From an optimization exercise on the open Yosys and OpenROAD flow, aimed at small area, a short achievable clock period and few clock cycles per item; shortcuts taken in it are not production practice.
The RTL was checked by simulation tests, not by an equivalence proof against the original design.

**flow/config.mk**
```make
export PLATFORM = sky130hd
export DESIGN_NAME = plate_backend
export DESIGN_NICKNAME = plate_backend
export VERILOG_FILES = /design/flow/design.v
export SDC_FILE = /design/flow/constraint.sdc
export NUM_CORES = 4
export LEC_CHECK = 0
export CAP_MARGIN = 20
export CORE_MARGIN = 2
export CORE_UTILIZATION = 60
export PLACE_DENSITY = 0.72
export SETUP_SLACK_MARGIN = 5
export SLEW_MARGIN = 20
```
**flow/design.v**
```verilog
module plate_backend (
    input  wire        clk,
    input  wire        rst,           
    input  wire        in_valid,
    output wire        in_ready,
    input  wire [15:0] in_v,          
    input  wire [15:0] in_gain_f,     
    input  wire [15:0] in_gain_u,     
    input  wire [15:0] in_ofs_f,      
    input  wire [15:0] in_ofs_u,      
    input  wire [15:0] in_master,     
    input  wire [15:0] in_knee,       
    input  wire        in_split,      
    input  wire        in_dark,       
    input  wire [3:0]  in_depth,      
    input  wire [1:0]  in_dither,     
    input  wire [2:0]  in_px,         
    input  wire [2:0]  in_py,         
    input  wire [2:0]  in_t,          
    input  wire        in_lim_en,     
    input  wire [15:0] in_lim,        
    output wire        out_valid,
    input  wire        out_ready,
    output wire [13:0] out_code
);
    localparam LAST = 18;
    localparam CAP  = 20;          
    localparam PW   = $clog2(CAP);
    localparam NW   = $clog2(CAP + 1);
    function [32:0] dstep16(input [16:0] r, input [15:0] q, input [16:0] dd);
        reg [17:0] tr, df;
        begin
            tr = {r, q[15]};
            df = tr - {1'b0, dd};
            dstep16 = df[17] ? {tr[16:0], q[14:0], 1'b0} : {df[16:0], q[14:0], 1'b1};
        end
    endfunction
    function [30:0] dstep14(input [16:0] r, input [13:0] q, input [16:0] dd);
        reg [17:0] tr, df;
        begin
            tr = {r, q[13]};
            df = tr - {1'b0, dd};
            dstep14 = df[17] ? {tr[16:0], q[12:0], 1'b0} : {df[16:0], q[12:0], 1'b1};
        end
    endfunction
    function [69:0] srt16(input [18:0] s, input [18:0] c, input [15:0] l,
                          input [15:0] n, input [16:0] dp);
        reg [19:0] ys, yc, x;
        reg [3:0]  e;
        reg        qp, qn;
        begin
            ys = {s, l[15]};
            yc = {c, 1'b0};
            e  = ys[19:16] + yc[19:16];
            qp = ~e[3];
            qn = e[3] & (e != 4'hF);
            x  = qp ? ~{3'b000, dp} : qn ? {3'b000, dp} : 20'd0;
            srt16 = {ys[18:0] ^ yc[18:0] ^ x[18:0],
                     (ys[17:0] & yc[17:0]) | (ys[17:0] & x[17:0]) | (yc[17:0] & x[17:0]), qp,
                     l[14:0], qp, n[14:0], qn};
        end
    endfunction
    function [65:0] srt14(input [18:0] s, input [18:0] c, input [13:0] l,
                          input [13:0] n, input [16:0] dp);
        reg [19:0] ys, yc, x;
        reg [3:0]  e;
        reg        qp, qn;
        begin
            ys = {s, l[13]};
            yc = {c, 1'b0};
            e  = ys[19:16] + yc[19:16];
            qp = ~e[3];
            qn = e[3] & (e != 4'hF);
            x  = qp ? ~{3'b000, dp} : qn ? {3'b000, dp} : 20'd0;
            srt14 = {ys[18:0] ^ yc[18:0] ^ x[18:0],
                     (ys[17:0] & yc[17:0]) | (ys[17:0] & x[17:0]) | (yc[17:0] & x[17:0]), qp,
                     l[12:0], qp, n[12:0], qn};
        end
    endfunction
    reg  [NW-1:0] cnt;                
    reg           rdy;
    wire          acc  = in_valid & rdy;
    wire          take;
    wire [NW-1:0] cnt_n = cnt + {{(NW-1){1'b0}}, acc} - {{(NW-1){1'b0}}, take};
    assign in_ready = rdy;
    always @(posedge clk) begin
        if (rst) begin
            cnt <= {NW{1'b0}};
            rdy <= 1'b0;
        end else begin
            cnt <= cnt_n;
            rdy <= (cnt_n < CAP);
        end
    end
    reg [LAST:1] ok;
    always @(posedge clk) begin
        if (rst) ok <= {LAST{1'b0}};
        else     ok <= {ok[LAST-1:1], acc};
    end
    reg  [15:0] gf_s1;
    reg  [15:0] gu_s1;
    reg  [15:0] of_s1;
    reg  [15:0] ou_s1;
    reg  [15:0] b_s1;
    reg  [15:0] k_s1;
    reg  [0:0] split_s1;
    reg  [0:0] dark_s1;
    reg  [15:0] v_s1;
    reg  [0:0] lim_en_s1;
    reg  [1:0] dith_s1;
    reg  [2:0] px_s1;
    reg  [2:0] py_s1;
    reg  [2:0] t_s1;
    reg  [15:0] lim_s1;
    reg  [3:0] d_s1;
    always @(posedge clk) begin
        gf_s1 <= in_gain_f;
        gu_s1 <= in_gain_u;
        of_s1 <= in_ofs_f;
        ou_s1 <= in_ofs_u;
        b_s1 <= in_master;
        k_s1 <= in_knee;
        split_s1 <= in_split;
        dark_s1 <= in_dark;
        v_s1 <= in_v;
        lim_en_s1 <= in_lim_en;
        dith_s1 <= in_dither;
        px_s1 <= in_px;
        py_s1 <= in_py;
        t_s1 <= in_t;
        lim_s1 <= in_lim;
        d_s1 <= in_depth;
    end
    wire [23:0] pgl = gf_s1 * gu_s1[7:0];
    wire [23:0] pgh = gf_s1 * gu_s1[15:8];
    wire [16:0] osum = {of_s1[15], of_s1} + {ou_s1[15], ou_s1};
    wire [15:0] o = (osum[16] != osum[15]) ? {osum[16], {15{~osum[16]}}} : osum[15:0];
    wire [0:0] bgek = b_s1 >= k_s1;
    wire [0:0] dv = split_s1 & ~bgek;
    wire [0:0] ns = ~split_s1;
    wire [16:0] den = dv ? {k_s1, 1'b0} : split_s1 ? {1'b0, b_s1} : 17'd65535;
    wire [0:0] zero = dark_s1 | (v_s1 == 16'd0);
    wire [0:0] clen = lim_en_s1 & ~dark_s1;
    wire [0:0] off = dith_s1 == 2'd0;
    wire [2:0] xy = px_s1 ^ py_s1;
    wire [8:0] idx = (dith_s1 == 2'd1) ? {xy[0], py_s1[0], xy[1], py_s1[1], xy[2], py_s1[2], 3'b100} : {t_s1[0], t_s1[1], t_s1[2], xy[0], py_s1[0], xy[1], py_s1[1], xy[2], py_s1[2]};
    wire [29:0] nlim = ({14'd0, lim_s1} << d_s1) - {14'd0, lim_s1};
    wire [30:0] nl2 = dv ? {nlim, 1'b0} : {1'b0, nlim};
    reg  [23:0] pgl_s2;
    reg  [23:0] pgh_s2;
    reg  [15:0] b_s2;
    reg  [15:0] v_s2;
    reg  [3:0] d_s2;
    reg  [30:0] nl2_s2;
    reg  [16:0] den_s2;
    reg  [15:0] o_s2;
    reg  [0:0] dv_s2;
    reg  [0:0] ns_s2;
    reg  [0:0] off_s2;
    reg  [8:0] idx_s2;
    reg  [0:0] zero_s2;
    reg  [0:0] clen_s2;
    always @(posedge clk) begin
        pgl_s2 <= pgl;
        pgh_s2 <= pgh;
        b_s2 <= b_s1;
        v_s2 <= v_s1;
        d_s2 <= d_s1;
        nl2_s2 <= nl2;
        den_s2 <= den;
        o_s2 <= o;
        dv_s2 <= dv;
        ns_s2 <= ns;
        off_s2 <= off;
        idx_s2 <= idx;
        zero_s2 <= zero;
        clen_s2 <= clen;
    end
    wire [31:0] pg = {8'd0, pgl_s2} + {pgh_s2, 8'd0} + 32'd16384;
    wire [15:0] g = pg[31] ? 16'hFFFF : pg[30:15];
    wire [0:0] fovf = nl2_s2[30:14] >= den_s2;
    wire [3:0] sh = den_s2[16] ? 4'd0 : den_s2[15] ? 4'd1 : den_s2[14] ? 4'd2 : den_s2[13] ? 4'd3 : den_s2[12] ? 4'd4 : den_s2[11] ? 4'd5 : den_s2[10] ? 4'd6 : den_s2[9] ? 4'd7 : 4'd8;
    wire [16:0] denp = den_s2 << sh;
    wire [30:0] nls = nl2_s2 << sh;
    reg  [15:0] b_s3;
    reg  [15:0] v_s3;
    reg  [3:0] d_s3;
    reg  [16:0] den_s3;
    reg  [30:0] nls_s3;
    reg  [15:0] g_s3;
    reg  [15:0] o_s3;
    reg  [0:0] dv_s3;
    reg  [0:0] ns_s3;
    reg  [3:0] sh_s3;
    reg  [16:0] denp_s3;
    reg  [0:0] fovf_s3;
    reg  [0:0] off_s3;
    reg  [8:0] idx_s3;
    reg  [0:0] zero_s3;
    reg  [0:0] clen_s3;
    always @(posedge clk) begin
        b_s3 <= b_s2;
        v_s3 <= v_s2;
        d_s3 <= d_s2;
        den_s3 <= den_s2;
        nls_s3 <= nls;
        g_s3 <= g;
        o_s3 <= o_s2;
        dv_s3 <= dv_s2;
        ns_s3 <= ns_s2;
        sh_s3 <= sh;
        denp_s3 <= denp;
        fovf_s3 <= fovf;
        off_s3 <= off_s2;
        idx_s3 <= idx_s2;
        zero_s3 <= zero_s2;
        clen_s3 <= clen_s2;
    end
    wire [18:0] f_S0 = {2'b00, nls_s3[30:14]};
    wire [18:0] f_C0 = 19'd0;
    wire [13:0] f_L0 = nls_s3[13:0];
    wire [13:0] f_N0 = 14'd0;
    wire [23:0] yll = v_s3 * g_s3[7:0];
    wire [23:0] ylh = v_s3 * g_s3[15:8];
    wire [65:0] f_x1 = srt14(f_S0, f_C0, f_L0, f_N0, denp_s3);
    wire [18:0] f_S1 = f_x1[65:47];
    wire [18:0] f_C1 = f_x1[46:28];
    wire [13:0] f_L1 = f_x1[27:14];
    wire [13:0] f_N1 = f_x1[13:0];
    wire [65:0] f_x2 = srt14(f_S1, f_C1, f_L1, f_N1, denp_s3);
    wire [18:0] f_S2 = f_x2[65:47];
    wire [18:0] f_C2 = f_x2[46:28];
    wire [13:0] f_L2 = f_x2[27:14];
    wire [13:0] f_N2 = f_x2[13:0];
    reg  [15:0] b_s4;
    reg  [3:0] d_s4;
    reg  [16:0] den_s4;
    reg  [15:0] g_s4;
    reg  [23:0] yll_s4;
    reg  [23:0] ylh_s4;
    reg  [15:0] o_s4;
    reg  [0:0] dv_s4;
    reg  [0:0] ns_s4;
    reg  [3:0] sh_s4;
    reg  [16:0] denp_s4;
    reg  [18:0] f_S2_s4;
    reg  [18:0] f_C2_s4;
    reg  [13:0] f_L2_s4;
    reg  [13:0] f_N2_s4;
    reg  [0:0] fovf_s4;
    reg  [0:0] off_s4;
    reg  [8:0] idx_s4;
    reg  [0:0] zero_s4;
    reg  [0:0] clen_s4;
    always @(posedge clk) begin
        b_s4 <= b_s3;
        d_s4 <= d_s3;
        den_s4 <= den_s3;
        g_s4 <= g_s3;
        yll_s4 <= yll;
        ylh_s4 <= ylh;
        o_s4 <= o_s3;
        dv_s4 <= dv_s3;
        ns_s4 <= ns_s3;
        sh_s4 <= sh_s3;
        denp_s4 <= denp_s3;
        f_S2_s4 <= f_S2;
        f_C2_s4 <= f_C2;
        f_L2_s4 <= f_L2;
        f_N2_s4 <= f_N2;
        fovf_s4 <= fovf_s3;
        off_s4 <= off_s3;
        idx_s4 <= idx_s3;
        zero_s4 <= zero_s3;
        clen_s4 <= clen_s3;
    end
    wire [33:0] yl = {10'd0, yll_s4} + {2'd0, ylh_s4, 8'd0} + {{3{o_s4[15]}}, o_s4, 15'd16384};
    wire [15:0] y = yl[33] ? 16'd0 : (yl[32:31] != 2'b00) ? 16'hFFFF : yl[30:15];
    wire [1:0] c1g = (g_s4 >= 16'd49152) ? 2'd2 : (g_s4 >= 16'd16384) ? 2'd1 : 2'd0;
    wire [16:0] y1s = {o_s4[15], o_s4} + {15'd0, c1g};
    wire [15:0] y1 = y1s[16] ? 16'd0 : y1s[15:0];
    wire [16:0] ma0 = dv_s4 ? {y, 1'b0} : {1'b0, y};
    wire [16:0] ma1 = dv_s4 ? {y1, 1'b0} : {1'b0, y1};
    wire [65:0] f_x3 = srt14(f_S2_s4, f_C2_s4, f_L2_s4, f_N2_s4, denp_s4);
    wire [18:0] f_S3 = f_x3[65:47];
    wire [18:0] f_C3 = f_x3[46:28];
    wire [13:0] f_L3 = f_x3[27:14];
    wire [13:0] f_N3 = f_x3[13:0];
    wire [65:0] f_x4 = srt14(f_S3, f_C3, f_L3, f_N3, denp_s4);
    wire [18:0] f_S4 = f_x4[65:47];
    wire [18:0] f_C4 = f_x4[46:28];
    wire [13:0] f_L4 = f_x4[27:14];
    wire [13:0] f_N4 = f_x4[13:0];
    reg  [15:0] b_s5;
    reg  [3:0] d_s5;
    reg  [16:0] den_s5;
    reg  [0:0] dv_s5;
    reg  [0:0] ns_s5;
    reg  [16:0] ma0_s5;
    reg  [16:0] ma1_s5;
    reg  [3:0] sh_s5;
    reg  [16:0] denp_s5;
    reg  [18:0] f_S4_s5;
    reg  [18:0] f_C4_s5;
    reg  [13:0] f_L4_s5;
    reg  [13:0] f_N4_s5;
    reg  [0:0] fovf_s5;
    reg  [0:0] off_s5;
    reg  [8:0] idx_s5;
    reg  [0:0] zero_s5;
    reg  [0:0] clen_s5;
    always @(posedge clk) begin
        b_s5 <= b_s4;
        d_s5 <= d_s4;
        den_s5 <= den_s4;
        dv_s5 <= dv_s4;
        ns_s5 <= ns_s4;
        ma0_s5 <= ma0;
        ma1_s5 <= ma1;
        sh_s5 <= sh_s4;
        denp_s5 <= denp_s4;
        f_S4_s5 <= f_S4;
        f_C4_s5 <= f_C4;
        f_L4_s5 <= f_L4;
        f_N4_s5 <= f_N4;
        fovf_s5 <= fovf_s4;
        off_s5 <= off_s4;
        idx_s5 <= idx_s4;
        zero_s5 <= zero_s4;
        clen_s5 <= clen_s4;
    end
    wire [16:0] madd = dv_s5 ? {1'b0, den_s5[16:1]} : ns_s5 ? 17'd32767 : 17'd0;
    wire [24:0] m0l = ma0_s5 * b_s5[7:0];
    wire [24:0] m0h = ma0_s5 * b_s5[15:8];
    wire [24:0] m1l = ma1_s5 * b_s5[7:0];
    wire [24:0] m1h = ma1_s5 * b_s5[15:8];
    wire [65:0] f_x5 = srt14(f_S4_s5, f_C4_s5, f_L4_s5, f_N4_s5, denp_s5);
    wire [18:0] f_S5 = f_x5[65:47];
    wire [18:0] f_C5 = f_x5[46:28];
    wire [13:0] f_L5 = f_x5[27:14];
    wire [13:0] f_N5 = f_x5[13:0];
    wire [65:0] f_x6 = srt14(f_S5, f_C5, f_L5, f_N5, denp_s5);
    wire [18:0] f_S6 = f_x6[65:47];
    wire [18:0] f_C6 = f_x6[46:28];
    wire [13:0] f_L6 = f_x6[27:14];
    wire [13:0] f_N6 = f_x6[13:0];
    reg  [3:0] d_s6;
    reg  [24:0] m0l_s6;
    reg  [24:0] m0h_s6;
    reg  [16:0] madd_s6;
    reg  [24:0] m1l_s6;
    reg  [24:0] m1h_s6;
    reg  [3:0] sh_s6;
    reg  [16:0] denp_s6;
    reg  [18:0] f_S6_s6;
    reg  [18:0] f_C6_s6;
    reg  [13:0] f_L6_s6;
    reg  [13:0] f_N6_s6;
    reg  [0:0] fovf_s6;
    reg  [0:0] off_s6;
    reg  [8:0] idx_s6;
    reg  [0:0] zero_s6;
    reg  [0:0] clen_s6;
    always @(posedge clk) begin
        d_s6 <= d_s5;
        m0l_s6 <= m0l;
        m0h_s6 <= m0h;
        madd_s6 <= madd;
        m1l_s6 <= m1l;
        m1h_s6 <= m1h;
        sh_s6 <= sh_s5;
        denp_s6 <= denp_s5;
        f_S6_s6 <= f_S6;
        f_C6_s6 <= f_C6;
        f_L6_s6 <= f_L6;
        f_N6_s6 <= f_N6;
        fovf_s6 <= fovf_s5;
        off_s6 <= off_s5;
        idx_s6 <= idx_s5;
        zero_s6 <= zero_s5;
        clen_s6 <= clen_s5;
    end
    wire [32:0] m0 = {8'd0, m0l_s6} + {m0h_s6, 8'd0} + {16'd0, madd_s6};
    wire [32:0] m1 = {8'd0, m1l_s6} + {m1h_s6, 8'd0} + {16'd0, madd_s6};
    wire [32:0] ms0 = m0 << sh_s6;
    wire [32:0] ms1 = m1 << sh_s6;
    wire [65:0] f_x7 = srt14(f_S6_s6, f_C6_s6, f_L6_s6, f_N6_s6, denp_s6);
    wire [18:0] f_S7 = f_x7[65:47];
    wire [18:0] f_C7 = f_x7[46:28];
    wire [13:0] f_L7 = f_x7[27:14];
    wire [13:0] f_N7 = f_x7[13:0];
    wire [65:0] f_x8 = srt14(f_S7, f_C7, f_L7, f_N7, denp_s6);
    wire [18:0] f_S8 = f_x8[65:47];
    wire [18:0] f_C8 = f_x8[46:28];
    wire [13:0] f_L8 = f_x8[27:14];
    wire [13:0] f_N8 = f_x8[13:0];
    reg  [3:0] d_s7;
    reg  [32:0] ms0_s7;
    reg  [32:0] ms1_s7;
    reg  [16:0] denp_s7;
    reg  [18:0] f_S8_s7;
    reg  [18:0] f_C8_s7;
    reg  [13:0] f_L8_s7;
    reg  [13:0] f_N8_s7;
    reg  [0:0] fovf_s7;
    reg  [0:0] off_s7;
    reg  [8:0] idx_s7;
    reg  [0:0] zero_s7;
    reg  [0:0] clen_s7;
    always @(posedge clk) begin
        d_s7 <= d_s6;
        ms0_s7 <= ms0;
        ms1_s7 <= ms1;
        denp_s7 <= denp_s6;
        f_S8_s7 <= f_S8;
        f_C8_s7 <= f_C8;
        f_L8_s7 <= f_L8;
        f_N8_s7 <= f_N8;
        fovf_s7 <= fovf_s6;
        off_s7 <= off_s6;
        idx_s7 <= idx_s6;
        zero_s7 <= zero_s6;
        clen_s7 <= clen_s6;
    end
    wire [18:0] a_S0 = {2'b00, ms0_s7[32:16]};
    wire [18:0] a_C0 = 19'd0;
    wire [15:0] a_L0 = ms0_s7[15:0];
    wire [15:0] a_N0 = 16'd0;
    wire [18:0] b_S0 = {2'b00, ms1_s7[32:16]};
    wire [18:0] b_C0 = 19'd0;
    wire [15:0] b_L0 = ms1_s7[15:0];
    wire [15:0] b_N0 = 16'd0;
    wire [65:0] f_x9 = srt14(f_S8_s7, f_C8_s7, f_L8_s7, f_N8_s7, denp_s7);
    wire [18:0] f_S9 = f_x9[65:47];
    wire [18:0] f_C9 = f_x9[46:28];
    wire [13:0] f_L9 = f_x9[27:14];
    wire [13:0] f_N9 = f_x9[13:0];
    wire [65:0] f_x10 = srt14(f_S9, f_C9, f_L9, f_N9, denp_s7);
    wire [18:0] f_S10 = f_x10[65:47];
    wire [18:0] f_C10 = f_x10[46:28];
    wire [13:0] f_L10 = f_x10[27:14];
    wire [13:0] f_N10 = f_x10[13:0];
    wire [69:0] a_x1 = srt16(a_S0, a_C0, a_L0, a_N0, denp_s7);
    wire [18:0] a_S1 = a_x1[69:51];
    wire [18:0] a_C1 = a_x1[50:32];
    wire [15:0] a_L1 = a_x1[31:16];
    wire [15:0] a_N1 = a_x1[15:0];
    wire [69:0] a_x2 = srt16(a_S1, a_C1, a_L1, a_N1, denp_s7);
    wire [18:0] a_S2 = a_x2[69:51];
    wire [18:0] a_C2 = a_x2[50:32];
    wire [15:0] a_L2 = a_x2[31:16];
    wire [15:0] a_N2 = a_x2[15:0];
    wire [69:0] b_x1 = srt16(b_S0, b_C0, b_L0, b_N0, denp_s7);
    wire [18:0] b_S1 = b_x1[69:51];
    wire [18:0] b_C1 = b_x1[50:32];
    wire [15:0] b_L1 = b_x1[31:16];
    wire [15:0] b_N1 = b_x1[15:0];
    wire [69:0] b_x2 = srt16(b_S1, b_C1, b_L1, b_N1, denp_s7);
    wire [18:0] b_S2 = b_x2[69:51];
    wire [18:0] b_C2 = b_x2[50:32];
    wire [15:0] b_L2 = b_x2[31:16];
    wire [15:0] b_N2 = b_x2[15:0];
    reg  [3:0] d_s8;
    reg  [16:0] denp_s8;
    reg  [18:0] f_S10_s8;
    reg  [18:0] f_C10_s8;
    reg  [13:0] f_L10_s8;
    reg  [13:0] f_N10_s8;
    reg  [18:0] a_S2_s8;
    reg  [18:0] a_C2_s8;
    reg  [15:0] a_L2_s8;
    reg  [15:0] a_N2_s8;
    reg  [18:0] b_S2_s8;
    reg  [18:0] b_C2_s8;
    reg  [15:0] b_L2_s8;
    reg  [15:0] b_N2_s8;
    reg  [0:0] fovf_s8;
    reg  [0:0] off_s8;
    reg  [8:0] idx_s8;
    reg  [0:0] zero_s8;
    reg  [0:0] clen_s8;
    always @(posedge clk) begin
        d_s8 <= d_s7;
        denp_s8 <= denp_s7;
        f_S10_s8 <= f_S10;
        f_C10_s8 <= f_C10;
        f_L10_s8 <= f_L10;
        f_N10_s8 <= f_N10;
        a_S2_s8 <= a_S2;
        a_C2_s8 <= a_C2;
        a_L2_s8 <= a_L2;
        a_N2_s8 <= a_N2;
        b_S2_s8 <= b_S2;
        b_C2_s8 <= b_C2;
        b_L2_s8 <= b_L2;
        b_N2_s8 <= b_N2;
        fovf_s8 <= fovf_s7;
        off_s8 <= off_s7;
        idx_s8 <= idx_s7;
        zero_s8 <= zero_s7;
        clen_s8 <= clen_s7;
    end
    wire [65:0] f_x11 = srt14(f_S10_s8, f_C10_s8, f_L10_s8, f_N10_s8, denp_s8);
    wire [18:0] f_S11 = f_x11[65:47];
    wire [18:0] f_C11 = f_x11[46:28];
    wire [13:0] f_L11 = f_x11[27:14];
    wire [13:0] f_N11 = f_x11[13:0];
    wire [65:0] f_x12 = srt14(f_S11, f_C11, f_L11, f_N11, denp_s8);
    wire [18:0] f_S12 = f_x12[65:47];
    wire [18:0] f_C12 = f_x12[46:28];
    wire [13:0] f_L12 = f_x12[27:14];
    wire [13:0] f_N12 = f_x12[13:0];
    wire [69:0] a_x3 = srt16(a_S2_s8, a_C2_s8, a_L2_s8, a_N2_s8, denp_s8);
    wire [18:0] a_S3 = a_x3[69:51];
    wire [18:0] a_C3 = a_x3[50:32];
    wire [15:0] a_L3 = a_x3[31:16];
    wire [15:0] a_N3 = a_x3[15:0];
    wire [69:0] a_x4 = srt16(a_S3, a_C3, a_L3, a_N3, denp_s8);
    wire [18:0] a_S4 = a_x4[69:51];
    wire [18:0] a_C4 = a_x4[50:32];
    wire [15:0] a_L4 = a_x4[31:16];
    wire [15:0] a_N4 = a_x4[15:0];
    wire [69:0] b_x3 = srt16(b_S2_s8, b_C2_s8, b_L2_s8, b_N2_s8, denp_s8);
    wire [18:0] b_S3 = b_x3[69:51];
    wire [18:0] b_C3 = b_x3[50:32];
    wire [15:0] b_L3 = b_x3[31:16];
    wire [15:0] b_N3 = b_x3[15:0];
    wire [69:0] b_x4 = srt16(b_S3, b_C3, b_L3, b_N3, denp_s8);
    wire [18:0] b_S4 = b_x4[69:51];
    wire [18:0] b_C4 = b_x4[50:32];
    wire [15:0] b_L4 = b_x4[31:16];
    wire [15:0] b_N4 = b_x4[15:0];
    reg  [3:0] d_s9;
    reg  [16:0] denp_s9;
    reg  [18:0] f_S12_s9;
    reg  [18:0] f_C12_s9;
    reg  [13:0] f_L12_s9;
    reg  [13:0] f_N12_s9;
    reg  [18:0] a_S4_s9;
    reg  [18:0] a_C4_s9;
    reg  [15:0] a_L4_s9;
    reg  [15:0] a_N4_s9;
    reg  [18:0] b_S4_s9;
    reg  [18:0] b_C4_s9;
    reg  [15:0] b_L4_s9;
    reg  [15:0] b_N4_s9;
    reg  [0:0] fovf_s9;
    reg  [0:0] off_s9;
    reg  [8:0] idx_s9;
    reg  [0:0] zero_s9;
    reg  [0:0] clen_s9;
    always @(posedge clk) begin
        d_s9 <= d_s8;
        denp_s9 <= denp_s8;
        f_S12_s9 <= f_S12;
        f_C12_s9 <= f_C12;
        f_L12_s9 <= f_L12;
        f_N12_s9 <= f_N12;
        a_S4_s9 <= a_S4;
        a_C4_s9 <= a_C4;
        a_L4_s9 <= a_L4;
        a_N4_s9 <= a_N4;
        b_S4_s9 <= b_S4;
        b_C4_s9 <= b_C4;
        b_L4_s9 <= b_L4;
        b_N4_s9 <= b_N4;
        fovf_s9 <= fovf_s8;
        off_s9 <= off_s8;
        idx_s9 <= idx_s8;
        zero_s9 <= zero_s8;
        clen_s9 <= clen_s8;
    end
    wire [65:0] f_x13 = srt14(f_S12_s9, f_C12_s9, f_L12_s9, f_N12_s9, denp_s9);
    wire [18:0] f_S13 = f_x13[65:47];
    wire [18:0] f_C13 = f_x13[46:28];
    wire [13:0] f_L13 = f_x13[27:14];
    wire [13:0] f_N13 = f_x13[13:0];
    wire [65:0] f_x14 = srt14(f_S13, f_C13, f_L13, f_N13, denp_s9);
    wire [18:0] f_S14 = f_x14[65:47];
    wire [18:0] f_C14 = f_x14[46:28];
    wire [13:0] f_L14 = f_x14[27:14];
    wire [13:0] f_N14 = f_x14[13:0];
    wire [69:0] a_x5 = srt16(a_S4_s9, a_C4_s9, a_L4_s9, a_N4_s9, denp_s9);
    wire [18:0] a_S5 = a_x5[69:51];
    wire [18:0] a_C5 = a_x5[50:32];
    wire [15:0] a_L5 = a_x5[31:16];
    wire [15:0] a_N5 = a_x5[15:0];
    wire [69:0] a_x6 = srt16(a_S5, a_C5, a_L5, a_N5, denp_s9);
    wire [18:0] a_S6 = a_x6[69:51];
    wire [18:0] a_C6 = a_x6[50:32];
    wire [15:0] a_L6 = a_x6[31:16];
    wire [15:0] a_N6 = a_x6[15:0];
    wire [69:0] b_x5 = srt16(b_S4_s9, b_C4_s9, b_L4_s9, b_N4_s9, denp_s9);
    wire [18:0] b_S5 = b_x5[69:51];
    wire [18:0] b_C5 = b_x5[50:32];
    wire [15:0] b_L5 = b_x5[31:16];
    wire [15:0] b_N5 = b_x5[15:0];
    wire [69:0] b_x6 = srt16(b_S5, b_C5, b_L5, b_N5, denp_s9);
    wire [18:0] b_S6 = b_x6[69:51];
    wire [18:0] b_C6 = b_x6[50:32];
    wire [15:0] b_L6 = b_x6[31:16];
    wire [15:0] b_N6 = b_x6[15:0];
    reg  [3:0] d_s10;
    reg  [16:0] denp_s10;
    reg  [18:0] f_S14_s10;
    reg  [18:0] f_C14_s10;
    reg  [13:0] f_L14_s10;
    reg  [13:0] f_N14_s10;
    reg  [18:0] a_S6_s10;
    reg  [18:0] a_C6_s10;
    reg  [15:0] a_L6_s10;
    reg  [15:0] a_N6_s10;
    reg  [18:0] b_S6_s10;
    reg  [18:0] b_C6_s10;
    reg  [15:0] b_L6_s10;
    reg  [15:0] b_N6_s10;
    reg  [0:0] fovf_s10;
    reg  [0:0] off_s10;
    reg  [8:0] idx_s10;
    reg  [0:0] zero_s10;
    reg  [0:0] clen_s10;
    always @(posedge clk) begin
        d_s10 <= d_s9;
        denp_s10 <= denp_s9;
        f_S14_s10 <= f_S14;
        f_C14_s10 <= f_C14;
        f_L14_s10 <= f_L14;
        f_N14_s10 <= f_N14;
        a_S6_s10 <= a_S6;
        a_C6_s10 <= a_C6;
        a_L6_s10 <= a_L6;
        a_N6_s10 <= a_N6;
        b_S6_s10 <= b_S6;
        b_C6_s10 <= b_C6;
        b_L6_s10 <= b_L6;
        b_N6_s10 <= b_N6;
        fovf_s10 <= fovf_s9;
        off_s10 <= off_s9;
        idx_s10 <= idx_s9;
        zero_s10 <= zero_s9;
        clen_s10 <= clen_s9;
    end
    wire [18:0] f_R = f_S14_s10 + f_C14_s10;
    wire [13:0] f_qa = f_L14_s10 - f_N14_s10;
    wire [13:0] f_qb = f_L14_s10 + ~f_N14_s10;
    wire [13:0] f_q14 = f_R[18] ? f_qb : f_qa;
    wire [69:0] a_x7 = srt16(a_S6_s10, a_C6_s10, a_L6_s10, a_N6_s10, denp_s10);
    wire [18:0] a_S7 = a_x7[69:51];
    wire [18:0] a_C7 = a_x7[50:32];
    wire [15:0] a_L7 = a_x7[31:16];
    wire [15:0] a_N7 = a_x7[15:0];
    wire [69:0] a_x8 = srt16(a_S7, a_C7, a_L7, a_N7, denp_s10);
    wire [18:0] a_S8 = a_x8[69:51];
    wire [18:0] a_C8 = a_x8[50:32];
    wire [15:0] a_L8 = a_x8[31:16];
    wire [15:0] a_N8 = a_x8[15:0];
    wire [69:0] b_x7 = srt16(b_S6_s10, b_C6_s10, b_L6_s10, b_N6_s10, denp_s10);
    wire [18:0] b_S7 = b_x7[69:51];
    wire [18:0] b_C7 = b_x7[50:32];
    wire [15:0] b_L7 = b_x7[31:16];
    wire [15:0] b_N7 = b_x7[15:0];
    wire [69:0] b_x8 = srt16(b_S7, b_C7, b_L7, b_N7, denp_s10);
    wire [18:0] b_S8 = b_x8[69:51];
    wire [18:0] b_C8 = b_x8[50:32];
    wire [15:0] b_L8 = b_x8[31:16];
    wire [15:0] b_N8 = b_x8[15:0];
    reg  [3:0] d_s11;
    reg  [16:0] denp_s11;
    reg  [18:0] a_S8_s11;
    reg  [18:0] a_C8_s11;
    reg  [15:0] a_L8_s11;
    reg  [15:0] a_N8_s11;
    reg  [18:0] b_S8_s11;
    reg  [18:0] b_C8_s11;
    reg  [15:0] b_L8_s11;
    reg  [15:0] b_N8_s11;
    reg  [0:0] fovf_s11;
    reg  [13:0] f_q14_s11;
    reg  [0:0] off_s11;
    reg  [8:0] idx_s11;
    reg  [0:0] zero_s11;
    reg  [0:0] clen_s11;
    always @(posedge clk) begin
        d_s11 <= d_s10;
        denp_s11 <= denp_s10;
        a_S8_s11 <= a_S8;
        a_C8_s11 <= a_C8;
        a_L8_s11 <= a_L8;
        a_N8_s11 <= a_N8;
        b_S8_s11 <= b_S8;
        b_C8_s11 <= b_C8;
        b_L8_s11 <= b_L8;
        b_N8_s11 <= b_N8;
        fovf_s11 <= fovf_s10;
        f_q14_s11 <= f_q14;
        off_s11 <= off_s10;
        idx_s11 <= idx_s10;
        zero_s11 <= zero_s10;
        clen_s11 <= clen_s10;
    end
    wire [69:0] a_x9 = srt16(a_S8_s11, a_C8_s11, a_L8_s11, a_N8_s11, denp_s11);
    wire [18:0] a_S9 = a_x9[69:51];
    wire [18:0] a_C9 = a_x9[50:32];
    wire [15:0] a_L9 = a_x9[31:16];
    wire [15:0] a_N9 = a_x9[15:0];
    wire [69:0] a_x10 = srt16(a_S9, a_C9, a_L9, a_N9, denp_s11);
    wire [18:0] a_S10 = a_x10[69:51];
    wire [18:0] a_C10 = a_x10[50:32];
    wire [15:0] a_L10 = a_x10[31:16];
    wire [15:0] a_N10 = a_x10[15:0];
    wire [69:0] b_x9 = srt16(b_S8_s11, b_C8_s11, b_L8_s11, b_N8_s11, denp_s11);
    wire [18:0] b_S9 = b_x9[69:51];
    wire [18:0] b_C9 = b_x9[50:32];
    wire [15:0] b_L9 = b_x9[31:16];
    wire [15:0] b_N9 = b_x9[15:0];
    wire [69:0] b_x10 = srt16(b_S9, b_C9, b_L9, b_N9, denp_s11);
    wire [18:0] b_S10 = b_x10[69:51];
    wire [18:0] b_C10 = b_x10[50:32];
    wire [15:0] b_L10 = b_x10[31:16];
    wire [15:0] b_N10 = b_x10[15:0];
    wire [13:0] top = (14'd1 << d_s11) - 14'd1;
    wire [13:0] cl = (fovf_s11 || f_q14_s11 > top) ? top : f_q14_s11;
    reg  [3:0] d_s12;
    reg  [16:0] denp_s12;
    reg  [18:0] a_S10_s12;
    reg  [18:0] a_C10_s12;
    reg  [15:0] a_L10_s12;
    reg  [15:0] a_N10_s12;
    reg  [18:0] b_S10_s12;
    reg  [18:0] b_C10_s12;
    reg  [15:0] b_L10_s12;
    reg  [15:0] b_N10_s12;
    reg  [0:0] off_s12;
    reg  [8:0] idx_s12;
    reg  [0:0] zero_s12;
    reg  [0:0] clen_s12;
    reg  [13:0] cl_s12;
    always @(posedge clk) begin
        d_s12 <= d_s11;
        denp_s12 <= denp_s11;
        a_S10_s12 <= a_S10;
        a_C10_s12 <= a_C10;
        a_L10_s12 <= a_L10;
        a_N10_s12 <= a_N10;
        b_S10_s12 <= b_S10;
        b_C10_s12 <= b_C10;
        b_L10_s12 <= b_L10;
        b_N10_s12 <= b_N10;
        off_s12 <= off_s11;
        idx_s12 <= idx_s11;
        zero_s12 <= zero_s11;
        clen_s12 <= clen_s11;
        cl_s12 <= cl;
    end
    wire [69:0] a_x11 = srt16(a_S10_s12, a_C10_s12, a_L10_s12, a_N10_s12, denp_s12);
    wire [18:0] a_S11 = a_x11[69:51];
    wire [18:0] a_C11 = a_x11[50:32];
    wire [15:0] a_L11 = a_x11[31:16];
    wire [15:0] a_N11 = a_x11[15:0];
    wire [69:0] a_x12 = srt16(a_S11, a_C11, a_L11, a_N11, denp_s12);
    wire [18:0] a_S12 = a_x12[69:51];
    wire [18:0] a_C12 = a_x12[50:32];
    wire [15:0] a_L12 = a_x12[31:16];
    wire [15:0] a_N12 = a_x12[15:0];
    wire [69:0] b_x11 = srt16(b_S10_s12, b_C10_s12, b_L10_s12, b_N10_s12, denp_s12);
    wire [18:0] b_S11 = b_x11[69:51];
    wire [18:0] b_C11 = b_x11[50:32];
    wire [15:0] b_L11 = b_x11[31:16];
    wire [15:0] b_N11 = b_x11[15:0];
    wire [69:0] b_x12 = srt16(b_S11, b_C11, b_L11, b_N11, denp_s12);
    wire [18:0] b_S12 = b_x12[69:51];
    wire [18:0] b_C12 = b_x12[50:32];
    wire [15:0] b_L12 = b_x12[31:16];
    wire [15:0] b_N12 = b_x12[15:0];
    reg  [3:0] d_s13;
    reg  [16:0] denp_s13;
    reg  [18:0] a_S12_s13;
    reg  [18:0] a_C12_s13;
    reg  [15:0] a_L12_s13;
    reg  [15:0] a_N12_s13;
    reg  [18:0] b_S12_s13;
    reg  [18:0] b_C12_s13;
    reg  [15:0] b_L12_s13;
    reg  [15:0] b_N12_s13;
    reg  [0:0] off_s13;
    reg  [8:0] idx_s13;
    reg  [0:0] zero_s13;
    reg  [0:0] clen_s13;
    reg  [13:0] cl_s13;
    always @(posedge clk) begin
        d_s13 <= d_s12;
        denp_s13 <= denp_s12;
        a_S12_s13 <= a_S12;
        a_C12_s13 <= a_C12;
        a_L12_s13 <= a_L12;
        a_N12_s13 <= a_N12;
        b_S12_s13 <= b_S12;
        b_C12_s13 <= b_C12;
        b_L12_s13 <= b_L12;
        b_N12_s13 <= b_N12;
        off_s13 <= off_s12;
        idx_s13 <= idx_s12;
        zero_s13 <= zero_s12;
        clen_s13 <= clen_s12;
        cl_s13 <= cl_s12;
    end
    wire [69:0] a_x13 = srt16(a_S12_s13, a_C12_s13, a_L12_s13, a_N12_s13, denp_s13);
    wire [18:0] a_S13 = a_x13[69:51];
    wire [18:0] a_C13 = a_x13[50:32];
    wire [15:0] a_L13 = a_x13[31:16];
    wire [15:0] a_N13 = a_x13[15:0];
    wire [69:0] a_x14 = srt16(a_S13, a_C13, a_L13, a_N13, denp_s13);
    wire [18:0] a_S14 = a_x14[69:51];
    wire [18:0] a_C14 = a_x14[50:32];
    wire [15:0] a_L14 = a_x14[31:16];
    wire [15:0] a_N14 = a_x14[15:0];
    wire [69:0] b_x13 = srt16(b_S12_s13, b_C12_s13, b_L12_s13, b_N12_s13, denp_s13);
    wire [18:0] b_S13 = b_x13[69:51];
    wire [18:0] b_C13 = b_x13[50:32];
    wire [15:0] b_L13 = b_x13[31:16];
    wire [15:0] b_N13 = b_x13[15:0];
    wire [69:0] b_x14 = srt16(b_S13, b_C13, b_L13, b_N13, denp_s13);
    wire [18:0] b_S14 = b_x14[69:51];
    wire [18:0] b_C14 = b_x14[50:32];
    wire [15:0] b_L14 = b_x14[31:16];
    wire [15:0] b_N14 = b_x14[15:0];
    reg  [3:0] d_s14;
    reg  [16:0] denp_s14;
    reg  [18:0] a_S14_s14;
    reg  [18:0] a_C14_s14;
    reg  [15:0] a_L14_s14;
    reg  [15:0] a_N14_s14;
    reg  [18:0] b_S14_s14;
    reg  [18:0] b_C14_s14;
    reg  [15:0] b_L14_s14;
    reg  [15:0] b_N14_s14;
    reg  [0:0] off_s14;
    reg  [8:0] idx_s14;
    reg  [0:0] zero_s14;
    reg  [0:0] clen_s14;
    reg  [13:0] cl_s14;
    always @(posedge clk) begin
        d_s14 <= d_s13;
        denp_s14 <= denp_s13;
        a_S14_s14 <= a_S14;
        a_C14_s14 <= a_C14;
        a_L14_s14 <= a_L14;
        a_N14_s14 <= a_N14;
        b_S14_s14 <= b_S14;
        b_C14_s14 <= b_C14;
        b_L14_s14 <= b_L14;
        b_N14_s14 <= b_N14;
        off_s14 <= off_s13;
        idx_s14 <= idx_s13;
        zero_s14 <= zero_s13;
        clen_s14 <= clen_s13;
        cl_s14 <= cl_s13;
    end
    wire [69:0] a_x15 = srt16(a_S14_s14, a_C14_s14, a_L14_s14, a_N14_s14, denp_s14);
    wire [18:0] a_S15 = a_x15[69:51];
    wire [18:0] a_C15 = a_x15[50:32];
    wire [15:0] a_L15 = a_x15[31:16];
    wire [15:0] a_N15 = a_x15[15:0];
    wire [69:0] a_x16 = srt16(a_S15, a_C15, a_L15, a_N15, denp_s14);
    wire [18:0] a_S16 = a_x16[69:51];
    wire [18:0] a_C16 = a_x16[50:32];
    wire [15:0] a_L16 = a_x16[31:16];
    wire [15:0] a_N16 = a_x16[15:0];
    wire [69:0] b_x15 = srt16(b_S14_s14, b_C14_s14, b_L14_s14, b_N14_s14, denp_s14);
    wire [18:0] b_S15 = b_x15[69:51];
    wire [18:0] b_C15 = b_x15[50:32];
    wire [15:0] b_L15 = b_x15[31:16];
    wire [15:0] b_N15 = b_x15[15:0];
    wire [69:0] b_x16 = srt16(b_S15, b_C15, b_L15, b_N15, denp_s14);
    wire [18:0] b_S16 = b_x16[69:51];
    wire [18:0] b_C16 = b_x16[50:32];
    wire [15:0] b_L16 = b_x16[31:16];
    wire [15:0] b_N16 = b_x16[15:0];
    reg  [3:0] d_s15;
    reg  [18:0] a_S16_s15;
    reg  [18:0] a_C16_s15;
    reg  [15:0] a_L16_s15;
    reg  [15:0] a_N16_s15;
    reg  [18:0] b_S16_s15;
    reg  [18:0] b_C16_s15;
    reg  [15:0] b_L16_s15;
    reg  [15:0] b_N16_s15;
    reg  [0:0] off_s15;
    reg  [8:0] idx_s15;
    reg  [0:0] zero_s15;
    reg  [0:0] clen_s15;
    reg  [13:0] cl_s15;
    always @(posedge clk) begin
        d_s15 <= d_s14;
        a_S16_s15 <= a_S16;
        a_C16_s15 <= a_C16;
        a_L16_s15 <= a_L16;
        a_N16_s15 <= a_N16;
        b_S16_s15 <= b_S16;
        b_C16_s15 <= b_C16;
        b_L16_s15 <= b_L16;
        b_N16_s15 <= b_N16;
        off_s15 <= off_s14;
        idx_s15 <= idx_s14;
        zero_s15 <= zero_s14;
        clen_s15 <= clen_s14;
        cl_s15 <= cl_s14;
    end
    wire [18:0] a_R = a_S16_s15 + a_C16_s15;
    wire [15:0] a_qa = a_L16_s15 - a_N16_s15;
    wire [15:0] a_qb = a_L16_s15 + ~a_N16_s15;
    wire [15:0] a_q16 = a_R[18] ? a_qb : a_qa;
    wire [18:0] b_R = b_S16_s15 + b_C16_s15;
    wire [15:0] b_qa = b_L16_s15 - b_N16_s15;
    wire [15:0] b_qb = b_L16_s15 + ~b_N16_s15;
    wire [15:0] b_q16 = b_R[18] ? b_qb : b_qa;
    reg  [3:0] d_s16;
    reg  [0:0] off_s16;
    reg  [8:0] idx_s16;
    reg  [15:0] a_q16_s16;
    reg  [15:0] b_q16_s16;
    reg  [0:0] zero_s16;
    reg  [0:0] clen_s16;
    reg  [13:0] cl_s16;
    always @(posedge clk) begin
        d_s16 <= d_s15;
        off_s16 <= off_s15;
        idx_s16 <= idx_s15;
        a_q16_s16 <= a_q16;
        b_q16_s16 <= b_q16;
        zero_s16 <= zero_s15;
        clen_s16 <= clen_s15;
        cl_s16 <= cl_s15;
    end
    wire [15:0] th = off_s16 ? 16'h7FFF : {idx_s16, 7'h3F};
    wire [29:0] n0 = ({14'd0, a_q16_s16} << d_s16) - {14'd0, a_q16_s16} + {14'd0, th};
    wire [29:0] n1 = ({14'd0, b_q16_s16} << d_s16) - {14'd0, b_q16_s16} + {14'd0, th};
    reg  [29:0] n0_s17;
    reg  [29:0] n1_s17;
    reg  [0:0] zero_s17;
    reg  [0:0] clen_s17;
    reg  [13:0] cl_s17;
    always @(posedge clk) begin
        n0_s17 <= n0;
        n1_s17 <= n1;
        zero_s17 <= zero_s16;
        clen_s17 <= clen_s16;
        cl_s17 <= cl_s16;
    end
    wire [13:0] code0 = n0_s17[29:16] + {13'd0, ({3'd0, n0_s17[29:16]} + {1'b0, n0_s17[15:0]}) >= 17'd65535};
    wire [13:0] code1 = n1_s17[29:16] + {13'd0, ({3'd0, n1_s17[29:16]} + {1'b0, n1_s17[15:0]}) >= 17'd65535};
    reg  [0:0] zero_s18;
    reg  [0:0] clen_s18;
    reg  [13:0] code0_s18;
    reg  [13:0] cl_s18;
    reg  [13:0] code1_s18;
    always @(posedge clk) begin
        zero_s18 <= zero_s17;
        clen_s18 <= clen_s17;
        code0_s18 <= code0;
        cl_s18 <= cl_s17;
        code1_s18 <= code1;
    end
    wire [13:0] res = zero_s18 ? 14'd0 : (clen_s18 && code0_s18 > cl_s18) ? ((code1_s18 <= cl_s18) ? cl_s18 : 14'd0) : code0_s18;
    reg [13:0]   oreg;
    reg          ovld;
    reg [13:0]   fifo [0:CAP-2];
    reg [PW-1:0] wp, rp;
    reg [NW-1:0] fcnt;
    wire         wr    = ok[LAST];
    wire         load  = ~ovld | out_ready;
    wire         fne   = (fcnt != {NW{1'b0}});
    wire         bypass = load & ~fne;
    wire         push  = wr & ~bypass;
    wire         pop   = load & fne;
    assign out_valid = ovld;
    assign out_code  = oreg;
    assign take      = ovld & out_ready;
    always @(posedge clk) begin
        if (push) fifo[wp] <= res;
        if (load) oreg <= fne ? fifo[rp] : res;
        if (rst) begin
            ovld <= 1'b0;
            wp   <= {PW{1'b0}};
            rp   <= {PW{1'b0}};
            fcnt <= {NW{1'b0}};
        end else begin
            if (load) ovld <= fne | wr;
            if (push) wp <= (wp == CAP - 2) ? {PW{1'b0}} : wp + 1'b1;
            if (pop)  rp <= (rp == CAP - 2) ? {PW{1'b0}} : rp + 1'b1;
            fcnt <= fcnt + {{(NW-1){1'b0}}, push} - {{(NW-1){1'b0}}, pop};
        end
    end
endmodule
```
**flow/constraint.sdc**
```tcl
create_clock -name core_clock -period 11.0 [get_ports {clk}]
set_input_delay 2.2000 -clock core_clock [delete_from_list [all_inputs] [get_ports {clk}]]
set_output_delay 2.2000 -clock core_clock [all_outputs]
set_load 0.01 [all_outputs]
```
**flow/run.sh**
```bash
#!/bin/bash
# synth_recipe.tcl (not shown) runs the flow's synth.tcl, then flattens the netlist and writes it again
# the make line also repeats each setting of config.mk as NAME=value (left out here)
make -C /OpenROAD-flow-scripts/flow DESIGN_CONFIG=/design/flow/config.mk WORK_HOME=/design/flow/orfs CLKGATE_MAP_FILE= SYNTH_SCRIPT=/design/flow/synth_recipe.tcl finish
```
==> results of run 1 <==
[layout by cell type, fill, tap and decap left out, drive strengths merged, types with 211 or more instances in the layout]
| cell type | synthesis | layout |
|---|---|---|
| a21oi | 804 | 804 |
| and2 | 644 | 644 |
| clkbuf | 482 | 425 |
| dfxtp | 2848 | 2848 |
| edfxtp | 280 | 280 |
| fa | 1524 | 1524 |
| ha | 1107 | 1107 |
| inv | 1376 | 1398 |
| mux2i | 243 | 243 |
| nand2 | 1354 | 1354 |
| nor2 | 805 | 805 |
| o21ai | 708 | 708 |
| xnor2 | 415 | 415 |
| xor2 | 211 | 211 |
[worst min-delay path by stage]
stage,startpoint,end,slack [ns],depth (start not counted)
global placement,idx_s5[8],idx_s6[8],0.31,0
floorplan,a_L8_s11[8],a_L10_s12[10],0.31,0
detailed placement,a_L10_s12[3],a_L12_s13[5],0.31,0
global route,idx_s14[5],idx_s15[5],0.32,0
finish,a_L8_s11[2],a_L10_s12[4],0.30,0
CTS,a_L8_s11[2],a_L10_s12[4],0.30,0
[cell families after synthesis]
family,synth area share [%]
adders and majority gates,28.4
and+or+nand+nor,9.98
buffers and inverters,4.69
muxes,3.14
AOI/OAI and AO/OA,8.39
DFF,41.9
xor gates and xnor gates,3.52
[registers in the layout, indices dropped and copies added (netlist names), 24 cells and up, named ones only]
name and flops:
m1h_s6 25, m1l_s6 25, m0l_s6 25, nls_s3 31, n1_s17 30, ms1_s7 33, ylh_s4 24, n0_s17 30
fifo 266, nl2_s2 31, pgh_s2 24, m0h_s6 25, ms0_s7 33
[layer usage]
| metal | wire length, um | GRT usage [%] | vias up | part of all wire [%] |
|---|---|---|---|---|
| met5 | 21 | 0 | - | 0.0060 |
| met4 | 13800 | 10.0 | 4 | 4.0 |
| met3 | 16800 | 3.46 | 724 | 4.8 |
| met2 | 175000 | 46.8 | 2724 | 50 |
| met1 | 145000 | 33.5 | 48600 | 41 |
| li1 | - | - | 46800 | - |
[layout make-up]
type	instances	share of cell area [%]
repair buffers	291	1.51
inverters	1379	3.01
multi-input cells	9225	48.6
clock buffers	425	5.17
diodes	5	0.00727
well taps	3402	2.47
clock inverters	145	1.22
flip-flops and latches	3128	38.0
[critical path: cells and delay by family, from the launching register on]
kind / cells / cell delay, ns
AOI/OAI and AO/OA: 9 / 2.42
adders and majority gates: 4 / 1.20
and+or+nand+nor: 5 / 0.87
buffers and inverters: 2 / 0.80
DFF: 1 / 0.31
xor gates and xnor gates: 1 / 0.13
[synthesized netlist by cell type (all sizes together), types with 13 or more instances]
cell	count
dfxtp	2848
fa	1524
inv	1376
nand2	1354
ha	1107
nor2	805
a21oi	804
o21ai	708
and2	644
clkbuf	482
xnor2	415
edfxtp	280
mux2i	243
xor2	211
a21o	193
nand3	136
nor3	96
mux4	90
buf	85
nor2b	77
nand2b	64
a31oi	63
a211oi	59
o21a	59
o21bai	45
and3	40
mux2	40
nand4	34
or2	32
nor4	26
o211ai	26
or3	26
o31a	23
o22ai	21
a21boi	18
o31ai	18
o2111ai	15
a22o	14
nor3b	13
o211a	13
[repair_timing]
action,in CTS,in global routing
hold endpoints to repair,0,0
hold buffers,0,0
resized for setup,0,20
setup endpoints to repair,0,122
buffers inserted,0,0
==> impl_metrics.csv, run 1 <==
group,metric,value,unit
status,status,"complete, no violations",
synth,yosys.cell_types.count,96,
floorplanning,start_util,60.3,%
floorplanning,ioPinCount,166,
sta,rsz0062_at_grt,"yes",
sta,setup_ws,5.13,ns
synth,synth_area,156000,um^2
global_route,grt_first_pass_wirelength,561000,um
worst_setup_path,start_kind,"flop",
sta,finalHoldViolCount,0,
global_route,antenna_found_initial,12,
floorplanning,die_h,514,um
detailed_routing,route.detailed.drc,0,
clock_network,cts_htree_levels,5,
worst_setup_path,rrSetupSlack,5.13,ns
floorplanning,coreArea,259000,um^2
worst_setup_path,max_stage_delay,0.51,ns
place,gp_congestion,0.916,
layout,final_cell_count_no_fill,18000,
synth,async_flop_share,0,%
synth,syn_area_per_cell,10.9,um^2
synth,netlist_top_cells_area,"dfxtp_1, fa_1, ha_1",
worst_setup_path,worstRegToRegCells,21,
detailed_routing,vias_per_cell,5.49,
synth,post-synth-top-area-cell,"dfxtp_1",
worst_setup_path,cp_max_fo,52,
place,post-dp-hpwl,267000,um
worst_setup_path,cp_slowest_cell,"a2111oi_0",
worst_setup_path,cp.required,11.84,ns
layout,fill_cells,19300,
worst_setup_path,arrival,6.70,ns
detailed_routing,wl,350000,um
global_route,grt_max_degree,88,
global_route,grt_pass1_vias,104000,
sta,tightest_slew,1.13,ns
place,dpl_worst_slack,5.11,ns
sta,min_period_over_period,53.3,%
detailed_routing,routed-via-count,98800,
clock_network,cts_sinks,3128,
global_route,grtUsageTotal,26.6,%
synth,synth_edf_count,280,
clock_network,clock-root-buffer,"clkbuf_16",
worst_setup_path,r2r_end,"n1_s17[28]",
synth,ys_ff_latch,3128,
global_route,globalRoute.totalOverflow,0,
worst_setup_path,worstPathCellList,"buf_4 -> inv_1 -> nor2_1 -> a21oi_1 -> nor2_1 -> ha_1 -> ha_1 -> ha_1 -> fa_1 -> a21o_1 -> a21oi_1 -> o21ai_0 -> o31ai_1 -> o21ai_0 -> nand4_1 -> a31oi_1 -> a2111oi_0 -> nor2_1 -> o21a_1 -> nor2_1 -> xnor2_1",
clock_network,clk_latency,0.93,ns
layout,multiInputGateArea,83600,um^2
layout,syn_to_final_growth,10.2,%
sta,holdWs,0.305,ns
job,maxCapViolCount,0,
clock_network,cts_buffers,316,
detailed_routing,drt-wirelength-per-cell,19.5,um
place,placed_area,161000,um^2
synth,ys_warn_count,1,
clock_network,clkSlewWorstSetupHoldPaths,0.06,ns
layout,fin_nets,17100,
worst_setup_path,end_kind,"flop",
sta,slew_headroom,24.6,%
sta,fmax,170,MHz
layout,finish.instance_area,172000,um^2
place,io_buffer_count,165,
synth,ys.flop_type,"dfxtp_1",
floorplanning,std_cell_rows,187,
worst_setup_path,critPathKind,"reg2reg",
floorplanning,die_w,514,um
synth,synth_nets,17100,
clock_network,cts_tree,"built",
worst_setup_path,cp-endpoint,"n1_s17[28]",
place,placedCellCount,17400,
synth,yosysSeqAreaShare,41.9,%
worst_setup_path,r2r-start,"d_s16[1]",
sta,setup_violations,0,
detailed_routing,drtAntennaViolNets,0,
detailed_routing,firstDrtPassIters,6,
sta,fin_tns_setup,0,ns
clock_network,ctsLongestPathBuffers,4,
worst_setup_path,crit_top_cell,"nor2_1",
layout,final_util,66.4,%
floorplanning,fp.dieArea,265000,um^2
sta,finalClockSkew,0.0951,ns
sta,final_max_slew_viol_count,0,
layout,final-seq-area,65400,um^2
sta,fin_crit,5.87,ns
min_path,hp-class,"reg2reg",
layout,drive_gt1_share,6.11,%
worst_setup_path,critPathLaunch,"d_s16[1]",
detailed_routing,drt_iter0_drc,6400,
synth,synth_top_area_share,36.5,%
synth,postSynthCellCount,14300,
Testbench counts, summed over its fixed seeds: cycles 3,352, items 3,200.
==> inputs of run 2 (changes only) <==
--- a/flow/config.mk
+++ b/flow/config.mk
@@ -7,7 +7,7 @@
 export LEC_CHECK = 0
 export CAP_MARGIN = 20
 export CORE_MARGIN = 2
-export CORE_UTILIZATION = 60
-export PLACE_DENSITY = 0.72
+export CORE_UTILIZATION = 40
+export PLACE_DENSITY = 0.6
 export SETUP_SLACK_MARGIN = 5
 export SLEW_MARGIN = 20
==> run 2 against run 1 <==
First-iteration DRC count is 15% lower. Register-to-register slack better by 0.26 ns. Final area is 1.8% higher. Final cell count is 10% higher. Critical path depth stayed put. Die area is 50% higher. Worst setup slack better by 0.26 ns. Utilization is 21 points lower. Synthesized cell count stayed put. Critical path type unchanged. Critical endpoint is now a_S12_s13[4]. Highest routed layer unchanged.
==> impl_metrics.csv, run 2 <==
group,metric,value,unit
status,status,"complete, no violations",
detailed_routing,routed-via-count,95500,
sta,min_period_over_period,50.9,%
layout,top_register,"fifo",
clock_network,clock-root-buffer,"clkbuf_16",
floorplanning,std_cell_rows,229,
detailed_routing,drt_iter0_drc,5459,
synth,ys_top_cells_by_count,"dfxtp_1, fa_1, inv_1",
worst_setup_path,cp_max_fo,20,
floorplanning,die_h,629,um
clock_network,ctsLongestPathBuffers,4,
sta,fin_tns_setup,0,ns
sta,finalClockSkew,0.112,ns
layout,final-seq-area,65500,um^2
sta,fin_crit,5.60,ns
sta,setup_violations,0,
synth,ys.flop_type,"dfxtp_1",
global_route,grt_first_pass_wirelength,552000,um
worst_setup_path,arrival,6.36,ns
detailed_routing,vias_per_cell,4.81,
sta,final_max_slew_viol_count,0,
detailed_routing,drt-wirelength-per-cell,17.3,um
layout,drive_gt1_share,6.45,%
detailed_routing,wl,343000,um
global_route,grt_max_degree,88,
synth,syn_area_per_cell,10.9,um^2
synth,netlist_top_cells_area,"dfxtp_1, fa_1, ha_1",
layout,syn_to_final_growth,12.1,%
clock_network,cts_htree_levels,5,
floorplanning,die_w,629,um
place,post-dp-hpwl,263000,um
synth,yosysSeqAreaShare,41.9,%
layout,layout_commonest_cell,"dfxtp_1",
place,placedCellCount,19200,
sta,rsz0062_at_grt,"yes",
layout,largest_reg_flops,266,
detailed_routing,route.detailed.drc,0,
worst_setup_path,worstPathCellList,"ha_1 -> a21o_1 -> a21oi_1 -> xnor2_1 -> buf_4 -> inv_1 -> a31oi_1 -> buf_4 -> nand2_1 -> o21ai_0 -> fa_1 -> ha_1 -> a21o_1 -> a21oi_1 -> xnor2_1 -> xnor2_1 -> buf_4 -> inv_1 -> nand2_1 -> a21oi_1 -> fa_1",
clock_network,clk_latency,0.95,ns
synth,synth.most_common_cell,"dfxtp_1",
worst_setup_path,end_kind,"flop",
synth,async_flop_share,0,%
detailed_routing,firstDrtPassIters,8,
layout,final_cell_mix,"dfxtp_1, fa_1, inv_1",
sta,finalHoldViolCount,0,
clock_network,cts_tree,"built",
layout,fill_cells,36400,
sta,tightest_slew,1.09,ns
min_path,hp-class,"reg2reg",
place,io_buffer_count,165,
worst_setup_path,start_kind,"flop",
layout,top_regs,"fifo (266), ms0_s7 (33), ms1_s7 (33)",
synth,postSynthCellCount,14300,
layout,fin_nets,17200,
worst_setup_path,path_buf_inv,5,
synth,post-synth-top-area-cell,"dfxtp_1",
global_route,grtUsageTotal,17.4,%
synth,synth_nets,17100,
sta,fmax,178,MHz
layout,final_cell_count_no_fill,19800,
clock_network,cts_sinks,3128,
global_route,globalRoute.totalOverflow,0,
synth,yosys.cell_types.count,96,
job,maxCapViolCount,0,
global_route,grt_pass1_vias,98700,
worst_setup_path,crit_family,"adder cells",
floorplanning,ioPinCount,166,
synth,synth_area,156000,um^2
floorplanning,coreArea,389000,um^2
sta,slew_headroom,27.0,%
synth,synth_edf_count,280,
worst_setup_path,cp.required,11.76,ns
synth,synth_top_area_share,36.5,%
layout,multiInputGateArea,83600,um^2
global_route,antenna_found_initial,22,
floorplanning,start_util,40.2,%
clock_network,cts_buffers,330,
clock_network,clkSlewWorstSetupHoldPaths,0.06,ns
synth,ys_ff_latch,3128,
synth,ys_warn_count,1,
clock_network,holdBufCountCts,0,
detailed_routing,drtAntennaViolNets,0,
worst_setup_path,max_stage_delay,0.56,ns
floorplanning,fp.dieArea,396000,um^2
place,gp_congestion,0.840,
worst_setup_path,critPathKind,"reg2reg",
worst_setup_path,cp_slowest_cell,"nand2_1",
run 2: cell counts after synthesis:
Identical to the previous run, type by type.
run 2: final timing paths:
kind	startpoint	endpoint	slack [ns]	depth (start not counted)
hold / removal	o_s2[1]	o_s3[1]	0.24	0
hold reg to reg	o_s2[1]	o_s3[1]	0.24	0
setup / recovery	a_S10_s12[16]	a_S12_s13[4]	5.40	21
setup reg to reg	a_S10_s12[16]	a_S12_s13[4]	5.40	21
run 2: layout make-up:
| type | count | share of cell area [%] |
|---|---|---|
| antenna | 2 | 0.00286 |
| clock inverter | 176 | 1.44 |
| inverter | 1379 | 2.96 |
| clock buffer | 427 | 5.23 |
| sequential | 3128 | 37.4 |
| tap | 5197 | 3.71 |
| multi-input combinational | 9225 | 47.7 |
| timing repair buffer | 306 | 1.55 |
| timing repair inverter | 1 | 0.00286 |
run 2: kinds of logic after synthesis:
| kind of cell | count (synthesis) | share of synthesized area [%] |
|---|---|---|
| mux | 373 | 3.14 |
| simple gates | 3384 | 9.98 |
| compound gates | 2210 | 8.39 |
| buf+inv | 1946 | 4.69 |
| fa+ha+maj | 2632 | 28.4 |
| flops | 3128 | 41.9 |
| xor+xnor | 626 | 3.52 |
run 2: worst reg2reg max path, stage by stage, from the launching register on:
cell and delay [ns]:
dfxtp_1 0.45, ha_1 0.28, a21o_1 0.17, a21oi_1 0.17, xnor2_1 0.13, buf_4 0.24
inv_1 0.20, a31oi_1 0.19, buf_4 0.27, nand2_1 0.07, o21ai_0 0.11, fa_1 0.50
ha_1 0.30, a21o_1 0.16, a21oi_1 0.20, xnor2_1 0.17, xnor2_1 0.15, buf_4 0.29
inv_1 0.12, nand2_1 0.56, a21oi_1 0.20, fa_1 0.51
run 2: routing by layer:
layer | track usage, % | wire, um | vias up
met5 | 0 | 27 | -
met4 | 4.77 | 9370 | 4
met3 | 2.43 | 16200 | 532
met2 | 29.2 | 160000 | 1962
met1 | 23.4 | 158000 | 46100
li1 | - | - | 46900
run 2: repair_timing:
item	4_1_cts	5_1_grt
setup buffers	0	1
endpoints found under the setup margin	34	75
hold endpoints to repair	0	0
resized for setup	2	19
cloned	0	1
run 2: per-stage QoR:
stage	utilization, %	area, um^2	hold WS (ns)	setup slack (ns)
after global routing	45.0	175000	0.266	4.99
final	45.0	175000	0.243	5.40
after global placement	42.0	163000	0.310	4.34
after detailed placement	42.0	163000	0.312	4.60
after floorplan	-	156000	0.310	5.87
after CTS	45.0	175000	0.252	5.15
==> inputs of run 3 (changes only) <==
--- a/flow/config.mk
+++ b/flow/config.mk
@@ -8,6 +8,9 @@
 export CAP_MARGIN = 20
 export CORE_MARGIN = 2
 export CORE_UTILIZATION = 40
+export CTS_BUF_LIST = sky130_fd_sc_hd__clkbuf_4 sky130_fd_sc_hd__clkbuf_8 sky130_fd_sc_hd__clkbuf_16
+export CTS_CLUSTER_DIAMETER = 100
+export CTS_CLUSTER_SIZE = 32
 export PLACE_DENSITY = 0.6
 export SETUP_SLACK_MARGIN = 5
 export SLEW_MARGIN = 20
==> run 3 against run 2 <==
Global-route usage fell by 0.33 points. Largest cell class unchanged. Still clean on timing, DRC and antenna. Wire length fell by 1.8%. Register-to-register slack barely moved. Clock skew fell by 0.024 ns. Synthesized cell count did not move. Critical endpoint is now m0h_s6[23]. Highest routed layer unchanged. Critical path type unchanged.
==> impl_metrics.csv, run 3 <==
group,metric,value,unit
detailed_routing,vias_per_cell,4.82,
floorplanning,die_w,629,um
place,io_buffer_count,165,
place,gp_congestion,0.840,
sta,fin_crit,5.59,ns
layout,layout_commonest_cell,"dfxtp_1",
floorplanning,ioPinCount,166,
global_route,antenna_found_initial,18,
sta,fmax,179,MHz
place,post-dp-hpwl,263000,um
detailed_routing,route.detailed.drc,0,
floorplanning,std_cell_rows,229,
worst_setup_path,critPathKind,"reg2reg",
floorplanning,coreArea,389000,um^2
worst_setup_path,r2r_end,"m0h_s6[23]",
sta,finalClockSkew,0.0872,ns
min_path,hold_start,"a_L2_s8[9]",
job,maxCapViolCount,0,
place,placedCellCount,19200,
synth,synth_edf_count,280,
layout,top_register,"fifo",
clock_network,clk_latency,0.91,ns
clock_network,clock-root-buffer,"clkbuf_16",
min_path,min_path_cells,0,
worst_setup_path,arrival,6.30,ns
layout,fin_nets,17000,
sta,tightest_slew,1.10,ns
worst_setup_path,max_stage_delay,0.86,ns
sta,fin_tns_setup,0,ns
status,status,"complete, no violations",
synth,synth.most_common_cell,"dfxtp_1",
detailed_routing,drtAntennaViolNets,0,
detailed_routing,wl,337000,um
worst_setup_path,path_buf_inv,1,
worst_setup_path,cp.required,11.71,ns
synth,synth_area,156000,um^2
worst_setup_path,worstRegToRegCells,17,
detailed_routing,firstDrtPassIters,5,
sta,setup_violations,0,
detailed_routing,drt_iter0_drc,5715,
detailed_routing,drt-wirelength-per-cell,17.3,um
global_route,grt_pass1_vias,96100,
worst_setup_path,r2r-start,"ma0_s5[4]",
layout,largest_reg_flops,266,
synth,async_flop_share,0,%
global_route,grt_max_degree,88,
layout,syn_to_final_growth,7.58,%
floorplanning,fp.dieArea,396000,um^2
layout,final_cell_count_no_fill,19500,
worst_setup_path,rrSetupSlack,5.41,ns
layout,drive_gt1_share,4.29,%
floorplanning,start_util,40.2,%
worst_setup_path,crit_top_cell,"fa_1",
worst_setup_path,start_kind,"flop",
global_route,grtUsageTotal,17.0,%
worst_setup_path,cp_slowest_cell,"dfxtp_1",
min_path,hold_end,"a_L4_s9[11]",
sta,slew_headroom,26.8,%
synth,ys_top_cells_by_count,"dfxtp_1, fa_1, inv_1",
detailed_routing,routed-via-count,93800,
clock_network,cts_tree,"built",
min_path,hp-class,"reg2reg",
worst_setup_path,cp_max_fo,16,
synth,synth_top_area_share,36.5,%
-- run 3: cell types whose count changed in the layout (fill, tap and decap cells not counted), moves of 14 or more --
cell and change:
bufinv_16 -44, clkbuf_1 -46, clkbuf_16 -192, clkbuf_4 +14, clkbuf_8 -43, clkinv_2 -51
clkinvlp_4 -14
-- run 3: worst max-delay path by stage --
stage,startpoint,to,slack (ns),depth (start not counted)
floorplan,d_s16[0],n1_s17[28],5.87,22
global placement,b_S2_s8[16],b_S4_s9[9],4.34,19
detailed placement,b_S2_s8[16],b_S4_s9[10],4.60,19
CTS,b_S2_s8[16],b_S4_s9[10],5.05,19
global route,v_s3[6],yll_s4[23],5.03,19
finish,ma0_s5[4],m0h_s6[23],5.41,17
-- run 3: per-layer routing --
metal  GRT usage (%)  part of all wire, %
met1            23.3                   47
met2            28.9                   47
met3            1.73                  3.8
met4            4.15                  2.5
met5               0               0.0080
-- run 3: cell type report --
class	count	area (um^2)
inverter	1379	5180
clock buffer	160	3700
timing repair buffer	307	2740
antenna	1	2.50
tap	5197	6500
sequential	3128	65500
clock inverter	57	883
multi-input combinational	9225	83600
fill	37000	221000
timing repair inverter	1	5.00
-- run 3: through the flow --
step                util (%)  cell area, um^2  hold WS, ns
finish                  43.2           168000        0.285
global route            43.2           168000        0.292
detailed placement      42.0           163000        0.312
CTS                     43.2           168000        0.286
global placement        42.0           163000        0.310
floorplan                  -           156000        0.310
-- run 3: kinds of logic after synthesis --
logic type | count (synthesis) | share of synthesized area, %
compound gates | 2210 | 8.39
xor+xnor | 626 | 3.52
fa+ha+maj | 2632 | 28.4
buf+inv | 1946 | 4.69
flops | 3128 | 41.9
mux | 373 | 3.14
simple gates | 3384 | 9.98
-- run 3: timing repair --
item | CTS | global route
buffers inserted | 0 | 2
hold buffers | 0 | 0
cloned | 0 | 1
setup endpoints to repair | 34 | 76
gates resized for setup | 1 | 23

-- port drivers added, routing unchanged --
The results above use ideal ports. As a check the final layouts listed here were re-extracted and re-timed, cells and wires unchanged.
Step 1 assumes that a clkbuf_16 drives the clock port and a buf_2 every other input.
Step 2 adds t to the input delays and takes it off the output delays; t is the mean of the earliest and latest rising clock arrival at the registers after step 1. Input paths then give back, and output paths get back, about the clock's delay inside the block.
a / b / c = ideal ports / drivers / drivers and shift; a / b = the first two.
run | shift t [ns] | setup slack, ns | latest minus earliest clock arrival (ns)
run 1 | 0.978 | 5.134 / 5.134 / 5.134 | 0.101 / 0.101
run 2 | 1.003 | 5.397 / 5.397 / 5.397 | 0.128 / 0.127
run 3 | 0.983 | 5.406 / 5.406 / 5.406 | 0.124 / 0.124
After both steps setup and hold are still met in every run listed.
